From an optimization exercise on the open Yosys and OpenROAD flow, aimed at small area, a short achievable clock period and few clock cycles per item; shortcuts taken in it are not production practice. Function was checked by simulation only, so behaviour that the tests miss may differ from the original. Power figures rest on the tool's default switching activity, not on a simulated workload.

// spindle_lane
module spindle_lane (
    input  wire        clk,
    input  wire        rst,
    input  wire        in_valid,
    output wire        in_ready,
    input  wire [2:0]  in_op,
    input  wire        in_acc,
    input  wire [15:0] in_a,
    input  wire [1:0]  in_a_tag,
    input  wire [15:0] in_b,
    input  wire [1:0]  in_b_tag,
    input  wire [3:0]  in_shift,
    input  wire        in_i32,
    output reg         out_valid,
    output reg  [31:0] out_data,
    output reg  [1:0]  out_tag,
    output reg         out_cond_valid,
    output reg  [1:0]  out_cond
);
==> flow/config.mk <==
export PLATFORM = sky130hd
export DESIGN_NAME = spindle_lane
export DESIGN_NICKNAME = spindle_lane
export VERILOG_FILES = /design/flow/design.v
export SDC_FILE = /design/flow/constraint.sdc
export NUM_CORES = 4
export LEC_CHECK = 0
export CAP_MARGIN = 20
export CORE_MARGIN = 2
export CORE_UTILIZATION = 40
export SLEW_MARGIN = 20
==> flow/constraint.sdc <==
create_clock -name core_clock -period 12.0 [get_ports {clk}]
set_input_delay 2.4000 -clock core_clock [delete_from_list [all_inputs] [get_ports {clk}]]
set_output_delay 2.4000 -clock core_clock [all_outputs]
set_load 0.01 [all_outputs]
standard.sh (not shown) runs the stock make flow with config.mk's settings and CLKGATE_MAP_FILE= SYNTH_SCRIPT=/design/flow/synth_recipe.tcl, a recipe that flattens the netlist after the stock synthesis.
==> flow/flow/run.sh <==
#!/bin/bash
# The standard layout (standard.sh: ORFS synthesis to finish), with
# these make settings on top:
#  - CTS_*: clock-tree clustering;
set -euo pipefail
bash standard.sh SETUP_SLACK_MARGIN=8.6 CORE_UTILIZATION=70 PLACE_DENSITY=0.78 CTS_CLUSTER_SIZE=25 CTS_CLUSTER_DIAMETER=200 'BUFFER_PORTS_ARGS=-buffer_cell sky130_fd_sc_hd__buf_1' finish > standard.log 2>&1
Testbench counts at the start, summed over its fixed seeds: cycles 24,103, items 24,079.
==> next run, changes <==
==> flow/flow/run.sh (replaced) <==
#!/bin/bash
# The standard layout (standard.sh: ORFS synthesis to finish), with
# these make settings on top:
#  - CTS_*: clock-tree clustering;
set -euo pipefail
bash standard.sh SETUP_SLACK_MARGIN=8.7 CORE_UTILIZATION=70 PLACE_DENSITY=0.78 CTS_CLUSTER_SIZE=25 CTS_CLUSTER_DIAMETER=200 'BUFFER_PORTS_ARGS=-buffer_cell sky130_fd_sc_hd__buf_1' finish > standard.log 2>&1
What happened: The changed run completed with no timing, DRC or antenna violations. Power is higher by a few percent. Cell count rose slightly. Worst setup slack gains 0.020 ns. Clock skew falls by 0.0069 ns. Via count rose slightly.
==> next run, changes <==
==> flow/flow/run.sh (replaced) <==
#!/bin/bash
# The standard layout (standard.sh: ORFS synthesis to finish), with
# these make settings on top:
#  - CTS_*: clock-tree clustering;
set -euo pipefail
bash standard.sh SETUP_SLACK_MARGIN=8.6 CORE_UTILIZATION=70 PLACE_DENSITY=0.78 CTS_CLUSTER_SIZE=32 CTS_CLUSTER_DIAMETER=200 'BUFFER_PORTS_ARGS=-buffer_cell sky130_fd_sc_hd__buf_1' finish > standard.log 2>&1
Result: The changed run completed with no timing, DRC or antenna violations; worst setup slack got worse by 0.029 ns; power goes down by 3.7%; register-to-register slack got worse by 0.07 ns; via count goes down by 0.39%; global-route usage goes up by 0.31 points; synthesized cell count does not change; wire length stays flat; design area goes down by 2.7%; non-clock buffer count goes down by 14; first-iteration DRC count goes up by 26%.
==> next run, changes <==
==> flow/flow/run.sh (replaced) <==
#!/bin/bash
# The standard layout (standard.sh: ORFS synthesis to finish), with
# these make settings on top:
#  - CTS_*: clock-tree clustering;
set -euo pipefail
bash standard.sh SETUP_SLACK_MARGIN=8.3 CORE_UTILIZATION=70 PLACE_DENSITY=0.78 CTS_CLUSTER_SIZE=25 CTS_CLUSTER_DIAMETER=200 'BUFFER_PORTS_ARGS=-buffer_cell sky130_fd_sc_hd__buf_1' finish > standard.log 2>&1
Result: The changed run finished clean; combinational power goes down by 8.0%; synthesized area is unchanged; cell area falls by about 2%; maximum frequency came out lower by about 7%; via count decreases by 1.1%; count of clock-buffer cells in the layout rose by 3; worst hold slack degrades by 0.0067 ns; setup slack gets worse by 0.25 ns; core utilization falls by 1.5 points.

========
trial 93:
Starting RTL as in the previous note.
clock: 12.0 ns
lec_check: 0
cap_margin: 20
core_margin: 2
core_utilization: 40
slew_margin: 20
==> flow/flow/run.sh <==
#!/bin/bash
# The standard layout (standard.sh: ORFS synthesis to finish), with
# these make settings on top:
#  - CTS_*: clock-tree clustering;
set -euo pipefail
bash standard.sh SETUP_SLACK_MARGIN=8.7 CORE_UTILIZATION=80 PLACE_DENSITY=0.86 CTS_CLUSTER_SIZE=25 CTS_CLUSTER_DIAMETER=200 'BUFFER_PORTS_ARGS=-buffer_cell sky130_fd_sc_hd__buf_1' finish > standard.log 2>&1
Testbench counts of trial 93, summed over its fixed seeds: cycles 24,103, items 24,079.
Input changes introduced in build 10 (baseline for comparison: trial 93):
==> flow/flow/run.sh <==
#!/bin/bash
# The standard layout (standard.sh: ORFS synthesis to finish), with
# these make settings on top:
#  - CTS_*: clock-tree clustering;
set -euo pipefail
bash standard.sh SETUP_SLACK_MARGIN=8.5 CORE_UTILIZATION=70 PLACE_DENSITY=0.78 CTS_CLUSTER_SIZE=25 CTS_CLUSTER_DIAMETER=200 'BUFFER_PORTS_ARGS=-buffer_cell sky130_fd_sc_hd__buf_1' finish > standard.log 2>&1
[summary]
On required time of the critical path, trial 93 tracks build 10 almost exactly.
The standard cells in build 10 occupy less silicon area than those in trial 93 do.
From trial 93 to build 10 the numbers moved as follows: power now sits lower; internal portion of total power dropped 9.4%; portion of total power attributed to the clock network went up 1.3 points.

[port drivers added, routing unchanged]
How much do the figures lean on ideal ports? The routed layouts below were timed once more, with nothing changed but the port constraints. Step 1 (the two cells are an assumption about what drives the block):
set clk [get_ports {clk}]
set_driving_cell -lib_cell sky130_fd_sc_hd__clkbuf_16 $clk
set_driving_cell -lib_cell sky130_fd_sc_hd__buf_2 [delete_from_list [all_inputs] $clk]
Step 2 moves the port delays by t, midway between the first and last clock arrival at a register: inputs arrive t later, outputs are due t later. That takes back most of the time a late clock gives input paths. Three values: ideal ports, drivers, drivers and shift; two values: the first two.
run	shift t [ns]	setup slack, ns	worst data-port slew with drivers (ns)
the first run of note 1	0.536	8.631 / 8.580 / 8.272	0.05
the second run of note 1	0.534	8.651 / 8.605 / 8.389	0.04
the third run of note 1	0.531	8.622 / 8.577 / 8.288	0.04
the fourth run of note 1	0.547	8.371 / 8.371 / 7.938	0.04
trial 93	0.549	8.393 / 8.393 / 8.326	0.04
build 10	0.536	8.582 / 8.565 / 8.106	0.04
After both steps every run listed still meets setup and hold. For build 10, which loses most, drivers alone change the setup slack by -0.017 ns; drivers and shift together by -0.476 ns.
